From an optimization exercise on the open Yosys and OpenROAD flow, aimed at small area and a short achievable clock period; shortcuts taken in it are not production practice. In this exercise RTL edits were held to simulation tests only and were not proved equivalent to the original. No activity file was given, so power comes from the tool's default toggle rates.

$ cat run.sh
#!/bin/bash
# synth_recipe.tcl (not shown) runs the flow's synth.tcl, then flattens the netlist and writes it again
# the make line also repeats each setting of config.mk as NAME=value (left out here)
make -C /OpenROAD-flow-scripts/flow DESIGN_CONFIG=/design/flow/config.mk WORK_HOME=/design/flow/orfs CLKGATE_MAP_FILE= SYNTH_SCRIPT=/design/flow/synth_recipe.tcl finish
$ cat config.mk
export PLATFORM = sky130hd
export DESIGN_NAME = i_alu
export DESIGN_NICKNAME = i_alu
export VERILOG_FILES = /design/flow/design.v
export SDC_FILE = /design/flow/constraint.sdc
export NUM_CORES = 4
export LEC_CHECK = 0
export CAP_MARGIN = 20
export CORE_MARGIN = 2
export CORE_UTILIZATION = 30
export PLACE_DENSITY = 0.4
export SLEW_MARGIN = 20
$ cat constraint.sdc
create_clock -name core_clock -period 10.0 [get_ports {clk}]
set_input_delay 2.0000 -clock core_clock [delete_from_list [all_inputs] [get_ports {clk}]]
set_output_delay 2.0000 -clock core_clock [all_outputs]
set_load 0.01 [all_outputs]
$ cat design.v
module i_alu (
    input  wire        clk,
    input  wire        rst,         
    input  wire        valid,
    input  wire [5:0]  opc,
    input  wire [63:0] a,
    input  wire [63:0] b,
    input  wire [1:0]  fn,
    output reg         res_valid,
    output reg  [63:0] res,
    output reg         cf,
    output reg         vf
);
    localparam [5:0]
        OP_NOP   = 6'h00, OP_ADD   = 6'h01, OP_SUB   = 6'h02, OP_ADDC  = 6'h03,
        OP_SUBC  = 6'h04, OP_AND   = 6'h05, OP_OR    = 6'h06, OP_XOR   = 6'h07,
        OP_ANDN  = 6'h08, OP_ORN   = 6'h09, OP_SHL   = 6'h0A, OP_SHR   = 6'h0B,
        OP_SAR   = 6'h0C, OP_ROL   = 6'h0D, OP_CMPEQ = 6'h0E, OP_CMPNE = 6'h0F,
        OP_CMPLT = 6'h10, OP_CMPLTU= 6'h11, OP_CMPLE = 6'h12, OP_CMPLEU= 6'h13,
        OP_MIN   = 6'h14, OP_MAX   = 6'h15, OP_MINU  = 6'h16, OP_MAXU  = 6'h17,
        OP_CLZ   = 6'h18, OP_CTZ   = 6'h19, OP_POPC  = 6'h1A, OP_BSWAP = 6'h1B,
        OP_SEXT  = 6'h1C, OP_ZEXT  = 6'h1D,
        OP_ADDI  = 6'h20, OP_ANDI  = 6'h21, OP_ORI   = 6'h22, OP_XORI  = 6'h23,
        OP_SHLI  = 6'h24, OP_SHRI  = 6'h25, OP_SARI  = 6'h26, OP_ROLI  = 6'h27,
        OP_CMPEQI= 6'h28, OP_CMPNEI= 6'h29, OP_CMPLTI= 6'h2A, OP_CMPLTUI=6'h2B,
        OP_MOVI  = 6'h2C, OP_MOVHI = 6'h2D, OP_ADDPC = 6'h2E;
    wire [5:0] sh = b[5:0];
    wire [64:0] add_r  = {1'b0, a} + {1'b0, b};
    wire [64:0] addc_r = {1'b0, a} + {1'b0, b} + {64'd0, cf};
    wire [64:0] sub_r  = {1'b0, a} - {1'b0, b};
    wire [64:0] subc_r = {1'b0, a} - {1'b0, b} - {64'd0, cf};
    wire add_v  = (a[63] == b[63]) && (add_r[63]  != a[63]);
    wire addc_v = (a[63] == b[63]) && (addc_r[63] != a[63]);
    wire sub_v  = (a[63] != b[63]) && (sub_r[63]  != a[63]);
    wire subc_v = (a[63] != b[63]) && (subc_r[63] != a[63]);
    wire eq  = (a == b);
    wire lt  = ($signed(a) <  $signed(b));
    wire le  = ($signed(a) <= $signed(b));
    wire ltu = (a <  b);
    wire leu = (a <= b);
    wire [63:0] shl_r = a << sh;
    wire [63:0] shr_r = a >> sh;
    wire [63:0] sar_r = $signed(a) >>> sh;
    wire [63:0] rol_r = (a << sh) | ((sh == 6'd0) ? 64'd0 : (a >> (7'd64 - {1'b0, sh})));
    reg [6:0] clz_r, ctz_r, popc_r;
    integer i;
    always @* begin
        clz_r = 7'd64;
        for (i = 0; i < 64; i = i + 1)
            if (a[i]) clz_r = 7'd63 - i[6:0];
        ctz_r = 7'd64;
        for (i = 63; i >= 0; i = i - 1)
            if (a[i]) ctz_r = i[6:0];
        popc_r = 7'd0;
        for (i = 0; i < 64; i = i + 1)
            popc_r = popc_r + {6'd0, a[i]};
    end
    wire [63:0] bswap_r = {a[7:0], a[15:8], a[23:16], a[31:24],
                           a[39:32], a[47:40], a[55:48], a[63:56]};
    reg [63:0] sext_r, zext_r;
    always @* begin
        case (fn)
            2'd0:    begin sext_r = {{56{a[7]}},  a[7:0]};  zext_r = {56'd0, a[7:0]};  end
            2'd1:    begin sext_r = {{48{a[15]}}, a[15:0]}; zext_r = {48'd0, a[15:0]}; end
            default: begin sext_r = {{32{a[31]}}, a[31:0]}; zext_r = {32'd0, a[31:0]}; end
        endcase
    end
    wire [63:0] movhi_r = fn[0] ? {b[31:0], a[31:0]} : {b[15:0], a[47:0]};
    reg [63:0] r;
    reg        wr;               
    reg        wf;               
    reg        ncf, nvf;
    always @* begin
        r   = 64'd0;
        wr  = 1'b1;
        wf  = 1'b0;
        ncf = cf;
        nvf = vf;
        case (opc)
            OP_ADD, OP_ADDI: begin r = add_r[63:0];  wf = 1'b1; ncf = add_r[64];  nvf = add_v;  end
            OP_ADDC:         begin r = addc_r[63:0]; wf = 1'b1; ncf = addc_r[64]; nvf = addc_v; end
            OP_SUB:          begin r = sub_r[63:0];  wf = 1'b1; ncf = sub_r[64];  nvf = sub_v;  end
            OP_SUBC:         begin r = subc_r[63:0]; wf = 1'b1; ncf = subc_r[64]; nvf = subc_v; end
            OP_AND, OP_ANDI: r = a & b;
            OP_OR,  OP_ORI:  r = a | b;
            OP_XOR, OP_XORI: r = a ^ b;
            OP_ANDN:         r = a & ~b;
            OP_ORN:          r = a | ~b;
            OP_SHL, OP_SHLI: r = shl_r;
            OP_SHR, OP_SHRI: r = shr_r;
            OP_SAR, OP_SARI: r = sar_r;
            OP_ROL, OP_ROLI: r = rol_r;
            OP_CMPEQ, OP_CMPEQI:   r = {63'd0, eq};
            OP_CMPNE, OP_CMPNEI:   r = {63'd0, !eq};
            OP_CMPLT, OP_CMPLTI:   r = {63'd0, lt};
            OP_CMPLTU, OP_CMPLTUI: r = {63'd0, ltu};
            OP_CMPLE:        r = {63'd0, le};
            OP_CMPLEU:       r = {63'd0, leu};
            OP_MIN:          r = le  ? a : b;
            OP_MAX:          r = !lt ? a : b;
            OP_MINU:         r = leu ? a : b;
            OP_MAXU:         r = !ltu ? a : b;
            OP_CLZ:          r = {57'd0, clz_r};
            OP_CTZ:          r = {57'd0, ctz_r};
            OP_POPC:         r = {57'd0, popc_r};
            OP_BSWAP:        r = bswap_r;
            OP_SEXT:         begin r = sext_r; wr = (fn != 2'd3); end
            OP_ZEXT:         begin r = zext_r; wr = (fn != 2'd3); end
            OP_MOVI:         r = b;
            OP_MOVHI:        r = movhi_r;
            OP_ADDPC:        r = add_r[63:0];
            default:         wr = 1'b0;         
        endcase
    end
    always @(posedge clk) begin
        if (rst) begin
            res_valid <= 1'b0;
            res       <= 64'd0;
            cf        <= 1'b0;
            vf        <= 1'b0;
        end else begin
            res_valid <= valid && wr;
            if (valid && wr)
                res <= r;
            if (valid && wf) begin
                cf <= ncf;
                vf <= nvf;
            end
        end
    end
endmodule
==> flow_summary.yaml <==
synth:
  ys_async_sr_fraction_pct: 0
  synth_top_area_share_pct: 9.13
  synth_nets: 5819
  yosysTopAreaCell: "mux4_2"
  ys_ff_latch: 67
  synthCells: 5473
  synth.distinct_cells: 110
  synth_area_um2: 36500
  syn_avg_cell_area_um2: 6.67
  synth_edf_count: 0
  ys_warn_count: 1
  ys_top_cells_by_area: "mux4_2, nor2_1, nand2_1, a21oi_1, o21ai_0"
  seq_area_frac_synth_pct: 3.68
  synth_ff_type: "dfxtp_1"
floorplan:
  start_util_pct: 30.3
  rows: 127
  io_pins: 206
  dieHeight_um: 353
  die_w_um: 353
  core_um2: 120000
  dieArea_um2: 124000
worst_setup_path:
  cp-end-kind: "flip-flop"
  path_common_cell: "fa_1"
  reg2reg_slack_ps: 5170
  critPathMaxFanout: 2
  r2r_end: "res[63]"
  reg2reg_depth: 15
  slowest_stage: "fa_1"
  cpPeakStageDelay_ps: 750
  critPathKind: "in2reg"
  worst_setup_path_start_kind: "primary input"
  crit_arrival_ps: 9800
  timing.rr.start: "cf"
  cp_data_required_time_ps: 10320
drt:
  drc_errors: 0
  first_pass_iters: 8
  drt-vias-per-instance: 7.16
  ant_nets: 0
  dr.first_iter.drc_count: 8947
  wl_per_cell_um: 45.2
  vias: 51400
  finalWirelength_mm: 324
grt:
  track_usage_pct: 49.9
  grt_pass1_vias: 46700
  grt_pass1_wl_mm: 428
  antenna_found_initial: 49
  grt_max_degree: 123
  overflow: 0
finish:
  nets: 5881
  drive_above_1_share_pct: 12.7
  n_fill_cell: 13400
  fin_cells: 7177
  stdcell_area_um2: 42000
  areaGrowthSynthToFinish_pct: 15.0
clock_tree:
  cts_sinks: 67
  ctsHoldBuffers: 0
  clk_pin_slew_worst_paths_ps: 80
  cts_buffer_depth: 2
  htree_levels: 3
  clock_latency_ps: 460
  cts_resized: 0
  clockRootBuffer: "clkbuf_16"
  cts_tree: "done"
  post_cts_buffers: 0
  numCtsBuffers: 9
timing:
  slew_violations: 0
  finalSetupViolCount: 0
  min_period_ps: 9480
  fmax_mhz: 105
  final_hold_viol_count: 0
  post-route-period-util_pct: 94.8
  final.setup_skew_ps: 14.2
  slew_headroom_pct: 4.31
  rsz0062_at_grt: "false"
  tns_ps: 0
  worst_pin_slew_ps: 1440
placed_design:
  dpl.hpwl_mm: 254
  routabilityCongestion: 1.11
  numPlacedInstances: 7136
  place_area_um2: 41600
  numPortBuffers: 205
min_path:
  hold_class: "reg2reg"
  min_to: "res[47]"
  hp-start: "res[47]"
  whs_path_depth: 2
power:
  power.density_nw_per_um2: 134
  p_leak_uw: 0.0153
  irDropWorstVdd_v: 0.000584
run:
  max_cap_violations: 0
outcome:
  outcome: "no timing/DRC/antenna violations"
[final cells by class]
class	instances	area (um2)	area share [%]
diodes	25	62.6	0.149
clock buffers	9	225	0.537
clock inverters	7	76.3	0.182
inverters	256	966	2.30
multi-input cells	4660	32600	77.7
flip-flops and latches	67	1340	3.20
well taps	1612	2020	4.81
repair buffers	541	4680	11.2
[cell usage after synthesis, drive strengths merged, types with 15 or more instances]
master   number
mux2         43
o311ai       15
inv         252
and3         35
a22oi        46
or3          31
a211oi      114
o21ai       411
a2111oi      37
o2111ai      50
nor2        675
nor2b        43
or2          35
o211ai       79
mux4        148
fa           56
clkbuf      368
mux2i       171
nor4         77
o221ai       63
a311oi       33
a31oi        49
nand4        63
a21oi       454
or4          15
o21a         31
a221o        31
o21bai       37
and2         39
nand3       128
nor3        155
a211o        23
a21o         46
o22ai        93
ha          151
xor2         57
a221oi       90
dfxtp        67
nand2b       39
nand2       610
buf         122
o31ai        47
a21boi       16
xnor2       155
[cells by family after synthesis]
| family | count (synthesis) | share of synthesized area (%) |
|---|---|---|
| and+or+nand+nor | 2010 | 25.6 |
| DFF | 67 | 3.68 |
| buffers and inverters | 746 | 7.90 |
| AOI/OAI and AO/OA | 1868 | 34.2 |
| xor gates and xnor gates | 213 | 5.17 |
| adders and majority gates | 207 | 8.25 |
| muxes | 362 | 15.2 |
[sequential cells by signal (all words and copies together), names as in the netlist]
register   cells
res           64
res_valid      1
vf             1
cf             1
[critical path: cells and delay by family]
family / cells / cell delay, ps
adder cells (fa/ha/maj): 10 / 4910
AO/OA/AOI/OAI: 7 / 1500
buffers and inverters: 8 / 1080
AND/OR/NAND/NOR: 1 / 150
XOR/XNOR: 1 / 130
[how the worst max path moves through the flow]
stage / depth (start not counted) / slack, ps / endpoint / start
global route: 29 / 140 / res[4] / a[61]
CTS: 29 / 660 / res[4] / a[61]
finish: 27 / 520 / res[2] / a[61]
global placement: 29 / 230 / res[4] / a[61]
detailed placement: 29 / 210 / res[4] / a[61]
floorplan: 29 / 1000 / res[6] / a[35]
[metal layers]
metal  vias to the layer above  wire length [um]  GRT usage, %
met2                      4382            126000          68.4
li1                      20700                 -             -
met3                       975             44200          18.5
met4                        26             27500          35.4
met5                         -               183             0
met1                     25300            126000          63.8
[cells in the final DEF, fill, tap and decap left out, drive strengths merged, types with 31 or more instances in the layout]
cell type      netlist  final
nor2               675    675
mux4               148    148
o31ai               47     47
a311oi              33     33
or3                 31     31
a22oi               46     46
o221ai              63     63
clkdlybuf4s50        0    197
a21oi              454    454
nor3               155    155
a221oi              90     90
xnor2              155    155
nand2b              39     39
nor2b               43     43
a21o                46     46
nor4                77     77
or2                 35     35
nand2              610    610
o22ai               93     93
mux2i              171    171
o21bai              37     37
nand4               63     63
ha                 151    151
inv                252    255
mux2                43     43
o2111ai             50     50
and2                39     39
and3                35     35
nand3              128    128
o21ai              411    411
buf                122    344
a221o               31     31
o211ai              79     79
fa                  56     56
o21a                31     31
a2111oi             37     37
dfxtp               67     67
xor2                57     57
a31oi               49     49
a211oi             114    114
[through the flow]
stage | setup WS [ps] | hold WS (ps) | power [uW] | util (%)
2_1_floorplan | 998 | 511 | 3220 | -
3_3_place_gp | 225 | 480 | 5050 | 34.5
3_5_place_dp | 209 | 478 | 5000 | 34.5
4_1_cts | 660 | 495 | 5450 | 34.8
5_1_grt | 144 | 507 | 5880 | 34.8
6_report | 521 | 493 | 5640 | 34.9
[where the power goes]
group,leakage (uW),internal (uW),switching (uW)
Sequential,0.000552,293,18.6
Combinational,0.0147,1800,3130
Clock,0.000143,195,206
Total,0.0153,2290,3350

## separate check: timing with driven ports
The results above use ideal ports. As a check the final layout listed here was re-extracted and re-timed, cells and wires unchanged.
Step 1, drivers: a clkbuf_16 drives clk and a buf_2 each remaining input, both assumed.
Step 2 moves the port delays by t, midway between the first and last clock arrival at a register: inputs arrive t later, outputs are due t later. That takes back most of the time a late clock gives input paths.
Slacks: ideal / step 1 / step 2; pairs: ideal / step 1.
t, ns: 0.542
slack for setup (ns): 0.521 / 0.568 / 0.026
latest minus earliest clock arrival (ns): 0.019 / 0.019
pins driven straight from the clock port: 1
After both steps this run still meets setup and hold. The setup slack of this run moves by +0.047 ns with the drivers and by -0.495 ns with both steps.
